This is an optimization exercise on Yosys and OpenROAD, whose aim is small area, a short achievable clock period and few clock cycles, not a production implementation. Only simulation tests tie the RTL to the original design; equivalence was not proved. Power and IR drop assume default switching activity.

==> flow/design.v, too long to show whole: its modules and the start of the top module <==
// module stats_div: 44 lines
// module stats_add: 28 lines
// module stats_sq: 881 lines
// module stats_engine: 211 lines
// module stats_reducer: 284 lines
module stats_reducer (
    input  wire         clk,
    input  wire         rst,           
    input  wire         in_valid,
    output wire         in_ready,
    input  wire         in_commit,     
    input  wire [39:0]  in_word,
    input  wire [31:0]  in_idx,        
    input  wire [31:0]  in_tick,       
    input  wire         cfg_en,        
    input  wire         cfg_align,     
    input  wire         cfg_tap,       
    input  wire [8:0]   cfg_ch,        
    input  wire [23:0]  cfg_w_m1,      
    output wire         out_valid,
    input  wire         out_ready,
    output wire [359:0] out_pkt
);
  // ...
==> flow/flow/run.sh <==
#!/bin/bash
# Own layout flow: the standard synthesis unchanged, then the standard layout
# steps with timing repair aimed at a larger setup margin, so that the period
# the layout achieves is shorter than the clock period. Each step's output is
# kept in a log file of its own in this folder.
set -euo pipefail
MARGIN=$(cat flow/margin.txt)
bash standard.sh synth > synth.log 2>&1
bash standard.sh SETUP_SLACK_MARGIN=$MARGIN finish > layout.log 2>&1
==> flow/flow/margin.txt <==
8
==> flow/standard.sh <==
#!/bin/bash
# synth_recipe.tcl (not shown) runs the flow's synth.tcl, then flattens the netlist and writes it again
# the make line also repeats each setting of config.mk as NAME=value (left out here)
make -C /OpenROAD-flow-scripts/flow DESIGN_CONFIG=/design/flow/config.mk WORK_HOME=/design/flow/orfs CLKGATE_MAP_FILE= SYNTH_SCRIPT=/design/flow/synth_recipe.tcl "${@:-finish}"
==> flow/config.mk <==
export PLATFORM = sky130hd
export DESIGN_NAME = stats_reducer
export DESIGN_NICKNAME = stats_reducer
export VERILOG_FILES = /design/flow/design.v
export SDC_FILE = /design/flow/constraint.sdc
export NUM_CORES = 4
export LEC_CHECK = 0
export ABC_CLOCK_PERIOD_IN_PS = 4000
export CAP_MARGIN = 20
export CORE_MARGIN = 2
export CORE_UTILIZATION = 40
export PLACE_DENSITY = 0.6
export SLEW_MARGIN = 20
==> flow/constraint.sdc <==
create_clock -name core_clock -period 13.5 [get_ports {clk}]
set_input_delay 2.7000 -clock core_clock [delete_from_list [all_inputs] [get_ports {clk}]]
set_output_delay 2.7000 -clock core_clock [all_outputs]
set_load 0.01 [all_outputs]
==> summary.txt, run 1 <==
Synth
  – Most frequent cells after synthesis: inv_1 (1,144), edfxtp_1 (1,091), ha_1 (1,006)
  – Most numerous cell in the Yosys netlist: inv_1
  – Fraction of synthesis flops using an asynchronous set or reset pin: 0
  – Share of synthesized cell area in and, or, nand and nor gates: 0.138
  – Proportion of synthesized area in mux cells: 0.0253
  – Post-synthesis instance area: 110,000 um^2
  – Commonest register cell after synthesis: edfxtp_1
  – Library cell occupying the most area in the post-synthesis netlist: edfxtp_1
  – Compound-cell area share of the yosys netlist: 0.149

Setup path
  – Maximum single-stage delay on the critical path: 0.58 ns
  – Critical Path Source: i_item[5]$_DFFE_PP_
  – Total stage count of the critical path: 26
  – Data required time of the critical path: 14.20 ns

Drt
  – Count of antenna-violating nets left after detailed routing: 0
  – Wire length on met3: 30,800 um
  – Routed via count: 89,955

Power
  – Flop pwr share: 0.275
  – Total leakage power: 54.0 nW
  – Part of the total power dissipated in combinational logic: 0.447
  – Clk power: 4.42 mW
  – Dominant power group: combinational logic
  – Internal power: 10.4 mW

Timing
  – Fin. max-slew vios: 0
  – Sum of negative setup slack: 0 ns
  – Worst hold slack after final layout: 0.330 ns
  – Setup WS post-layout: 7.04 ns
  – Transition time at the pin with the least slew margin: 1.44 ns

Floorplanning
  – Overall die height: 528 um
  – Initial core utilization: 0.402

Final layout
  – Nonclk inv count: 1,146
  – Design Area, Final: 132,000 um^2
  – Fillers: 24,848
  – Final instance count without filler cells: 15,700
  – Most common cell after layout, fill and taps aside: inv_1
  – Clock buffers and inverters, area share: 0.0400

Clock network
  – CTS tree: built
  – Clock Pin Slew Worst Setup and Hold Paths: 0.06 ns

Global route
  – Global routing usage on met1: 0.327
  – First-pass GRT wire length: 555,000 um
  – All-layer global routing usage: 0.259

Hold path
  – Hold path startpoint: i_item[77]$_DFFE_PP_
  – WHS Endpoint: w_tick[7]$_DFFE_PP_
  – Worst hold path stage count: 0

Run status
  – Status: timing/DRC/antenna clean

Placed design
  – Total half-perimeter wirelength after legalization and detailed placement: 249,000 um
Testbench counts, summed over its fixed seeds: cycles 299,069.
==> module stats_engine, before the edit <==
module stats_engine #(
    parameter K = 2                     
) (
    input  wire               clk,
    input  wire               rst,
    input  wire               load,
    output wire               free,
    output wire               idle,
    input  wire               short_,
    input  wire [8:0]         ch,
    input  wire               tap,
    input  wire [31:0]        tick,
    input  wire [24:0]        pos,
    input  wire [24:0]        used,
    input  wire [24:0]        ovr,
    input  wire [31:0]        mn,
    input  wire [31:0]        mx,
    input  wire [1:0]         fl,       
    input  wire [57:0]        n2,       
    input  wire [87:0]        q,        
    output wire               out_valid,
    input  wire               out_ready,
    output wire [359:0]       out_pkt
);
    localparam NC = 32 / K;             
    reg        busy, done;
    reg [4:0]  cnt;
    assign free      = !busy || (done && out_ready);
    assign idle      = !busy;
    assign out_valid = done;
    reg        o_short, o_tap;
    reg [8:0]  o_ch;
    reg [31:0] o_tick;
    reg [24:0] o_pos, o_ovr;
    reg [31:0] o_mn, o_mx;
    reg [1:0]  o_fl;
    reg        o_sat;
    reg [25:0] m_rem;
    reg [31:0] m_x;
    reg        m_neg;
    reg [56:0] r_rem;
    reg [61:0] r_y;
    reg [58:0] r_t;
    reg [24:0] r_n;
    reg [26:0] r_n3;
    reg [31:0] r_r;
    wire [26:0] msh1 = {m_rem, m_x[31]};              
    wire [27:0] msh2 = {msh1, m_x[30]};               
    wire [26:0] md1;
    wire [27:0] md20, md21;
    wire        mc1, mc20, mc21;
    stats_add #(.W(27)) u_m1 (
        .a(msh1), .b(~{1'b0, r_n, 1'b0}), .ci(1'b1), .s(md1), .co(mc1));
    stats_add #(.W(28)) u_m20 (
        .a(msh2), .b(~{2'b00, r_n, 1'b0}), .ci(1'b1), .s(md20), .co(mc20));
    stats_add #(.W(28)) u_m21 (                       
        .a(msh2), .b(~{r_n3, 1'b0}), .ci(1'b1), .s(md21), .co(mc21));
    wire        mb0 = mc1;
    wire        mb1 = mb0 ? mc21 : mc20;
    reg  [25:0] mr_k;
    always @(*) begin
        case ({mb0, mb1})
            2'b00:   mr_k = msh2[25:0];
            2'b01:   mr_k = md20[25:0];
            2'b10:   mr_k = {md1[24:0], m_x[30]};
            default: mr_k = md21[25:0];
        endcase
    end
    wire [31:0] mq_k = {m_x[29:0], mb0, mb1};
    wire [58:0] ra = {r_rem, r_y[61:60]};
    wire [62:0] rbb = {2'b00, ra, r_y[59:58]};
    wire [58:0] rd1;
    wire        rc1;
    stats_add #(.W(59)) u_r1 (.a(ra), .b(~r_t), .ci(1'b1), .s(rd1), .co(rc1));
    wire [62:0] x0a = rbb;
    wire [62:0] x0b = ~{3'b000, r_t, 1'b0};
    wire [62:0] x0c = {38'd0, r_n};
    wire [62:0] s20 = x0a ^ x0b ^ x0c;
    wire [62:0] c20 = {((x0a & x0b) | (x0a & x0c) | (x0b & x0c)), 1'b1};
    wire [62:0] rd20;
    wire        rc20;
    stats_add #(.W(63)) u_r20 (.a(s20), .b(c20[62:0]), .ci(1'b0), .s(rd20), .co(rc20));
    wire [62:0] y0b = ~{2'b00, r_t, 2'b00};
    wire [62:0] y0c = ~{3'b000, r_t, 1'b0};
    wire [62:0] s1a = rbb ^ y0b ^ y0c;
    wire [62:0] c1a = {((rbb & y0b) | (rbb & y0c) | (y0b & y0c)), 1'b1};
    wire [62:0] y1c = ~{36'd0, r_n3};
    wire [62:0] s21 = s1a ^ c1a[62:0] ^ y1c;
    wire [62:0] c21 = {((s1a & c1a[62:0]) | (s1a & y1c) | (c1a[62:0] & y1c)), 1'b1};
    wire [62:0] rd21;
    wire        rc21;
    stats_add #(.W(63)) u_r21 (.a(s21), .b(c21[62:0]), .ci(1'b1), .s(rd21), .co(rc21));
    wire        rb0 = rc1;
    wire        rb1 = rb0 ? !rd21[62] : !rd20[62];
    wire [1:0]  rb  = {rb0, rb1};
    reg  [56:0] rr_k;
    always @(*) begin
        case ({rb0, rb1})
            2'b00:   rr_k = rbb[56:0];
            2'b01:   rr_k = rd20[56:0];
            2'b10:   rr_k = {rd1[54:0], r_y[59:58]};
            default: rr_k = rd21[56:0];
        endcase
    end
    wire [61:0] ry_k = {r_y[57:0], 4'b0000};
    wire [58:0] t4 = {r_t[56:0], 2'b00};
    wire [58:0] tq0, tq1, tq2, tq3;
    wire        tc0, tc1, tc2, tc3;
    stats_add #(.W(59)) u_t0 (.a(t4), .b(~{32'd0, r_n3}), .ci(1'b1), .s(tq0), .co(tc0));
    stats_add #(.W(59)) u_t1 (.a(t4), .b({34'd0, r_n}), .ci(1'b0), .s(tq1), .co(tc1));
    wire [58:0] t5a = t4 ^ {32'd0, r_n, 2'b00} ^ {34'd0, r_n};
    wire [58:0] t5b = {((t4[57:0] & {31'd0, r_n, 2'b00}) | (t4[57:0] & {33'd0, r_n}) |
                        ({31'd0, r_n, 2'b00} & {33'd0, r_n})), 1'b0};
    stats_add #(.W(59)) u_t2 (.a(t5a), .b(t5b), .ci(1'b0), .s(tq2), .co(tc2));
    wire [58:0] t9a = t4 ^ {31'd0, r_n, 3'b000} ^ {34'd0, r_n};
    wire [58:0] t9b = {((t4[57:0] & {30'd0, r_n, 3'b000}) | (t4[57:0] & {33'd0, r_n}) |
                        ({30'd0, r_n, 3'b000} & {33'd0, r_n})), 1'b0};
    stats_add #(.W(59)) u_t3 (.a(t9a), .b(t9b), .ci(1'b0), .s(tq3), .co(tc3));
    reg  [58:0] rt_k;
    always @(*) begin
        case ({rb0, rb1})
            2'b00:   rt_k = tq0;
            2'b01:   rt_k = tq1;
            2'b10:   rt_k = tq2;
            default: rt_k = tq3;
        endcase
    end
    wire [31-K:0] base     = r_r[31-K:0];
    wire [31-K:0] base_inc = base + 1'b1;
    wire [30:0]   hi       = {base, rb[K-1:1]};
    wire          lo_ones  = &rb[K-1:1];
    wire [30:0]   hi_inc   = lo_ones ? {base_inc, {(K-1){1'b0}}}
                                     : {base, rb[K-1:1] + 1'b1};
    wire          b0       = rb[0];
    wire          hi_ones  = &hi;
    wire          last     = (cnt == NC - 1);
    wire [31:0] s1     = n2[32:1];
    wire [31:0] s1_abs = s1[31] ? (~s1 + 32'd1) : s1;
    wire [57:0] mabs   = n2[57] ? ~n2 : n2;
    always @(posedge clk) begin
        if (rst) begin
            busy <= 1'b0;
            done <= 1'b0;
        end else if (load) begin
            busy    <= 1'b1;
            done    <= (used[24:1] == 24'd0);
            cnt     <= 5'd0;
            o_short <= short_;
            o_tap   <= tap;
            o_ch    <= ch;
            o_tick  <= tick;
            o_pos   <= pos;
            o_ovr   <= ovr;
            o_mn    <= mn;
            o_mx    <= mx;
            o_fl    <= fl;
            m_rem   <= mabs[57:32];
            m_neg   <= n2[57];
            r_rem   <= {31'd0, q[87:62]};
            r_y     <= q[61:0];
            r_t     <= {34'd0, used};
            r_n     <= used;
            r_n3    <= {2'b00, used} + {1'b0, used, 1'b0};
            if (used[24:1] != 24'd0) begin
                m_x   <= mabs[31:0];
                r_r   <= 32'd0;
                o_sat <= 1'b0;
            end else if (used[0]) begin
                m_x   <= s1;
                r_r   <= (s1 == 32'h8000_0000) ? 32'h7FFF_FFFF : s1_abs;
                o_sat <= (s1 == 32'h8000_0000);
            end else begin
                m_x   <= 32'd0;
                r_r   <= 32'd0;
                o_sat <= 1'b0;
            end
        end else if (busy && !done) begin
            cnt   <= cnt + 5'd1;
            m_rem <= mr_k;
            r_rem <= rr_k;
            r_y   <= ry_k;
            r_t   <= rt_k;
            if (last) begin
                done  <= 1'b1;
                m_x   <= m_neg ? ~mq_k : mq_k;
                r_r   <= {1'b0, (b0 && !hi_ones) ? hi_inc : hi};
                o_sat <= b0 && hi_ones;
            end else begin
                m_x   <= mq_k;
                r_r   <= {r_r[31-K:0], rb};
            end
        end else if (done && out_ready) begin
            busy <= 1'b0;
            done <= 1'b0;
        end
    end
    wire       f_ovr = (o_ovr != 25'd0);
    wire [5:0] rfl   = {f_ovr, 3'b000, o_fl};
    wire [5:0] rflr  = {f_ovr | o_sat, 3'b000, o_fl};
    assign out_pkt = {
        {1'b1, rflr, 1'b0, r_r},                                       
        {1'b1, rfl,  1'b0, m_x},                                       
        {1'b1, rfl,  1'b0, o_mx},                                      
        {1'b1, rfl,  1'b0, o_mn},                                      
        {8'h80, 7'd0, o_ovr},                                          
        {8'h80, 7'd0, r_n},                                            
        {8'h80, 7'd0, o_pos},                                          
        {8'h80, o_tick},                                               
        {8'h80, o_ch, o_tap, o_short, 21'd0}                           
    };
endmodule
==> inputs of run 2 (changes only) <==
--- a/flow/design.v
+++ b/flow/design.v
@@ -1090,6 +1090,8 @@
     wire [31:0] s1     = n2[32:1];
     wire [31:0] s1_abs = s1[31] ? (~s1 + 32'd1) : s1;
     wire [57:0] mabs   = n2[57] ? ~n2 : n2;
+    wire        lowmag = (mx[31] || mx[31:15] == 17'd0) &&
+                         (!mn[31] || (&mn[31:15] && mn[14:0] != 15'd0));
     always @(posedge clk) begin
         if (rst) begin
             busy <= 1'b0;
@@ -1107,15 +1109,22 @@
             o_mn    <= mn;
             o_mx    <= mx;
             o_fl    <= fl;
-            m_rem   <= mabs[57:32];
             m_neg   <= n2[57];
-            r_rem   <= {31'd0, q[87:62]};
-            r_y     <= q[61:0];
+            if (lowmag) begin
+                cnt   <= 5'd8;
+                m_rem <= mabs[41:16];
+                r_rem <= {27'd0, q[59:30]};
+                r_y   <= {q[29:0], 32'd0};
+            end else begin
+                m_rem <= mabs[57:32];
+                r_rem <= {31'd0, q[87:62]};
+                r_y   <= q[61:0];
+            end
             r_t     <= {34'd0, used};
             r_n     <= used;
             r_n3    <= {2'b00, used} + {1'b0, used, 1'b0};
             if (used[24:1] != 24'd0) begin
-                m_x   <= mabs[31:0];
+                m_x   <= lowmag ? {mabs[15:0], 16'd0} : mabs[31:0];
                 r_r   <= 32'd0;
                 o_sat <= 1'b0;
             end else if (used[0]) begin
==> run 2 against run 1 <==
  * Still clean on timing, DRC and antenna
  * Wire length up 5.5%
  * Register-to-register slack worse by 0.06 ns
  * Combinational power up 4.9%
  * Critical endpoint is now sq[50]$_SDFF_PP0_
  * Highest routed layer unchanged
==> summary.txt, run 2 <==
Clock network
  – Clock Pin Slew Worst Setup and Hold Paths: 0.06 ns (about the same)
  – CTS buffer count: 159
  – Clk Latency, worst-skew pair: 0.88 ns
  – Cts hold-fix bufs: 0
  – H-tree depth: 4
  – CTS tree: built
  – Buffer depth of the longest clock path: 3
  – Cell at the root of the clock tree: clkbuf_16
  – Count of clock tree sinks: 1,291

Synth
  – Post-synthesis instance area: 111,000 um^2 (+1.1%)
  – Commonest register cell after synthesis: edfxtp_1
  – Most numerous cell in the Yosys netlist: inv_1
  – Register area share after synthesis: 0.331
  – Fraction of synthesis flops using an asynchronous set or reset pin: 0 (unchanged)
  – Most frequent cells after synthesis: inv_1 (1,151), edfxtp_1 (1,091), ha_1 (1,006)
  – Number of distinct library cells after synthesis: 117
  – Number of synthesis warnings: 10
  – Library cell occupying the most area in the post-synthesis netlist: edfxtp_1
  – Count of mapped cells out of synthesis: 11,557
  – Number of synthesized flops with an enable pin: 1,091
  – Register bit count reported by yosys: 1,291
  – Cell types with the largest area share after synthesis: edfxtp_1 (29%), ha_1 (11%), fa_1 (11%)
  – Mean cell area of the mapped netlist: 9.62 um^2
  – Proportion of netlist area held by the largest area contributor: 0.295

Placed design
  – Placed Instances: 15,295
  – Final GP Congestion: 0.947
  – Count of buffers inserted at the top-level ports: 403
  – Total half-perimeter wirelength after legalization and detailed placement: 271,000 um (+8.6%)
  – Pre-CTS setup slack: 5.66 ns

Drt
  – Count of antenna-violating nets left after detailed routing: 0 (unchanged)
  – Number of design rule violations left after detail routing: 0
  – Mean number of vias per cell: 5.74
  – Total Routed Length: 397,000 um
  – Pre-Repair DR Iteration Count: 6
  – Wire per inst: 24.8 um
  – Routed via count: 91,798 (+2.0%)
  – Detailed Route Iter0 Violations: 8,356

Global route
  – Number of antenna violations at the first check in global routing: 26
  – Number of global-route vias before repair: 90,442
  – Maximum number of pins on one net before global-route repair: 135
  – All-layer global routing usage: 0.270 (+0.0108)
  – First-pass GRT wire length: 575,000 um (+3.5%)
  – Grt total ovfl: 0

Power
  – Internal power: 10.7 mW (+3.2%)
  – Switching power summed over all nets: 5.65 mW
  – Fraction of power spent switching nets: 0.345
  – Max rail drop VDD: 418 uV
  – Overall Power: 16.4 mW
  – Ratio of total power to cell area: 125 nW/um^2
  – Part of the total power dissipated in combinational logic: 0.455 (+0.008)
  – Flop pwr share: 0.267 (-0.008)
  – Share of power burned in the clock network: 0.278
  – Total leakage power: 54.2 nW (+0.42%)

Floorplanning
  – CORE AREA: 276,000 um^2
  – Initial core utilization: 0.402 (about the same)
  – Horiz. Die Dim: 531 um
  – Overall die height: 531 um (+0.55%)
  – Total Die Area: 282,000 um^2
  – Num ports: 507
  – Number of rows in the core area: 193

Final layout
  – Share of cells above drive strength 1: 0.113
  – Area added between synthesis and finish: 18.3%
  – Most common cell after layout, fill and taps aside: inv_1
  – Final net count: 13,885
  – Most frequent cells in the layout: inv_1 (1,117), edfxtp_1 (1,091), ha_1 (975)
  – Final cell utilization of the core: 0.476
  – Biggest regs: i_item (103), s_item (103), w_q (88)
  – Fillers: 25,474 (+2.5%)
  – Final instance count without filler cells: 15,989 (+1.8%)

Timing
  – Sum of negative setup slack: 0 ns (unchanged)
  – Worst slew margin: 0.201
  – Fin. max-slew vios: 0 (unchanged)
  – Final period util: 0.483
  – Transition time at the pin with the least slew margin: 1.19 ns (-0.250 ns)
  – Hold violation total from the final report: 0
  – Setup Viol. Count Final: 0
  – Worst clock skew: 0.115 ns
  – FMAX: 0.153 GHz
  – Setup WS post-layout: 6.98 ns (-0.0623 ns)
  – Min Tclk post-route: 6.52 ns
  – Unrepaired setup endpoints after global routing: yes

Run
  – Max-Cap Viols: 0

Setup path
  – Startpoint type of the worst setup path: flop
  – Critical path endpoint category: flop
  – Crit Path Category: flop to flop
  – Critical-path maximum fanout: 39
  – Worst endpoint data arrival time: 7.20 ns
  – Data required time of the critical path: 14.18 ns (-0.02 ns)

Run status
  – Status: timing/DRC/antenna clean

Hold path
  – Hold Path Class: flop to flop
[run 2: changes by cell type after synthesis, sizes merged, moves of 15 or more]
| cell | previous run | this run |
|---|---|---|
| a22oi | 17 | 35 |
| a311oi | 52 | 16 |
| and2 | 408 | 423 |
| and3 | 93 | 115 |
| buf | 163 | 231 |
| clkbuf | 426 | 360 |
| mux2i | 76 | 105 |
| nand2 | 820 | 866 |
| nand4 | 124 | 105 |
| nor3 | 179 | 210 |
| o211ai | 96 | 141 |
| o21ai | 557 | 579 |
| xor2 | 337 | 311 |
[run 2: stage by stage]
step,cell area [um^2],hold WS [ns]
2_1_floorplan,112000,0.400
3_3_place_gp,119000,0.401
3_5_place_dp,119000,0.405
4_1_cts,129000,0.404
5_1_grt,132000,0.421
6_report,132000,0.415
[run 2: final cells by class]
cell class	count	area, um^2	area share
sequential	1291	36800	0.280
multi-input combinational	8622	70100	0.533
inverter	1157	4400	0.0335
tap	3705	4640	0.0352
clock inverter	102	1410	0.0107
antenna	24	60.1	0.000457
timing repair buffer	897	9990	0.0759
clock buffer	191	4120	0.0313
[run 2: path summary, 6_finish.rpt]
| path | cells past startpoint | slack (ns) | to | from |
|---|---|---|---|---|
| setup reg to reg | 25 | 6.98 | sq[50]$_SDFF_PP0_ | i_item[13]$_DFFE_PP_ |
| setup / recovery | 25 | 6.98 | sq[50]$_SDFF_PP0_ | i_item[13]$_DFFE_PP_ |
| hold reg to reg | 0 | 0.42 | w_tick[20]$_DFFE_PP_ | i_item[90]$_DFFE_PP_ |
| hold / removal | 0 | 0.42 | w_tick[20]$_DFFE_PP_ | i_item[90]$_DFFE_PP_ |
[run 2: power by group through the flow]
| stage | registers, mW | logic, mW | clock network, mW |
|---|---|---|---|
| 6_report | 4.38 | 7.45 | 4.55 |
| 2_1_floorplan | 4.45 | 4.15 | 0 |
| 3_5_place_dp | 4.46 | 5.27 | 0 |
| 5_1_grt | 4.38 | 8.12 | 4.77 |
| 4_1_cts | 4.38 | 6.62 | 4.61 |
| 3_3_place_gp | 4.46 | 5.17 | 0 |
[run 2: metal layers]
metal | vias to the layer above | wire (um) | part of all wire | track usage
li1 | 41514 | - | - | -
met3 | 763 | 34800 | 0.088 | 0.0518
met5 | - | 132 | 0.00033 | 0
met4 | 20 | 19900 | 0.050 | 0.111
met1 | 45597 | 163000 | 0.41 | 0.356
met2 | 3904 | 179000 | 0.45 | 0.433
[run 2: cell families after synthesis]
| family | after synthesis | share of synthesized area |
|---|---|---|
| xor+xnor | 801 | 0.0631 |
| fa+ha+maj | 1612 | 0.222 |
| simple gates | 3218 | 0.141 |
| mux | 292 | 0.0285 |
| compound gates | 2593 | 0.151 |
| other cells | 2 | 0.0000676 |
| buf+inv | 1748 | 0.0639 |
| flops | 1291 | 0.331 |
[run 2: what timing repair did]
action | 4_1_cts | 5_1_grt
gates cloned | 37 | 17
pin swaps | 115 | 160
resized for setup | 362 | 312
setup buffers | 202 | 121
endpoints found under the setup margin | 881 | 764
[run 2: critical path: stages (launching register included)]
cell and delay [ns]:
edfxtp_1 0.34, buf_6 0.42, nand2_1 0.30, fa_1 0.60
inv_1 0.06, fa_1 0.35, inv_1 0.07, fa_1 0.43
fa_1 0.49, inv_1 0.05, fa_1 0.52, ha_4 0.23
a21o_1 0.20, a21o_1 0.17, a21o_1 0.21, a221oi_2 0.27
a2bb2oi_2 0.25, a211oi_4 0.11, o2111ai_4 0.31, a31oi_4 0.14
buf_12 0.17, buf_6 0.12, o21a_1 0.19, nor2_1 0.13
xor2_1 0.15, nor2_1 0.05
Testbench counts of run 2, summed over its fixed seeds: cycles 281,670.

separate check: timing with driven ports:
The flow's constraints put no driver on any port. The routed layouts listed below were extracted and timed again, unchanged, in two steps.
Step 1, drivers: a clkbuf_16 drives clk and a buf_2 each remaining input, both assumed.
Step 2, shift: input delay + t, output delay - t, t = (earliest + latest rising clock arrival at the registers) / 2. This alone moves slack from input paths to output paths.
a / b / c = ideal ports / drivers / drivers and shift; a / b = the first two.
run | t, ns | setup slack, ns | worst slew at a driven data input, ns | cell pins on the clock port's net
run 1 | 0.927 | 7.041 / 7.041 / 7.041 | 0.09 | 1
run 2 | 0.934 | 6.979 / 6.979 / 6.979 | 0.26 | 1
After both steps setup and hold are still met in every run listed.
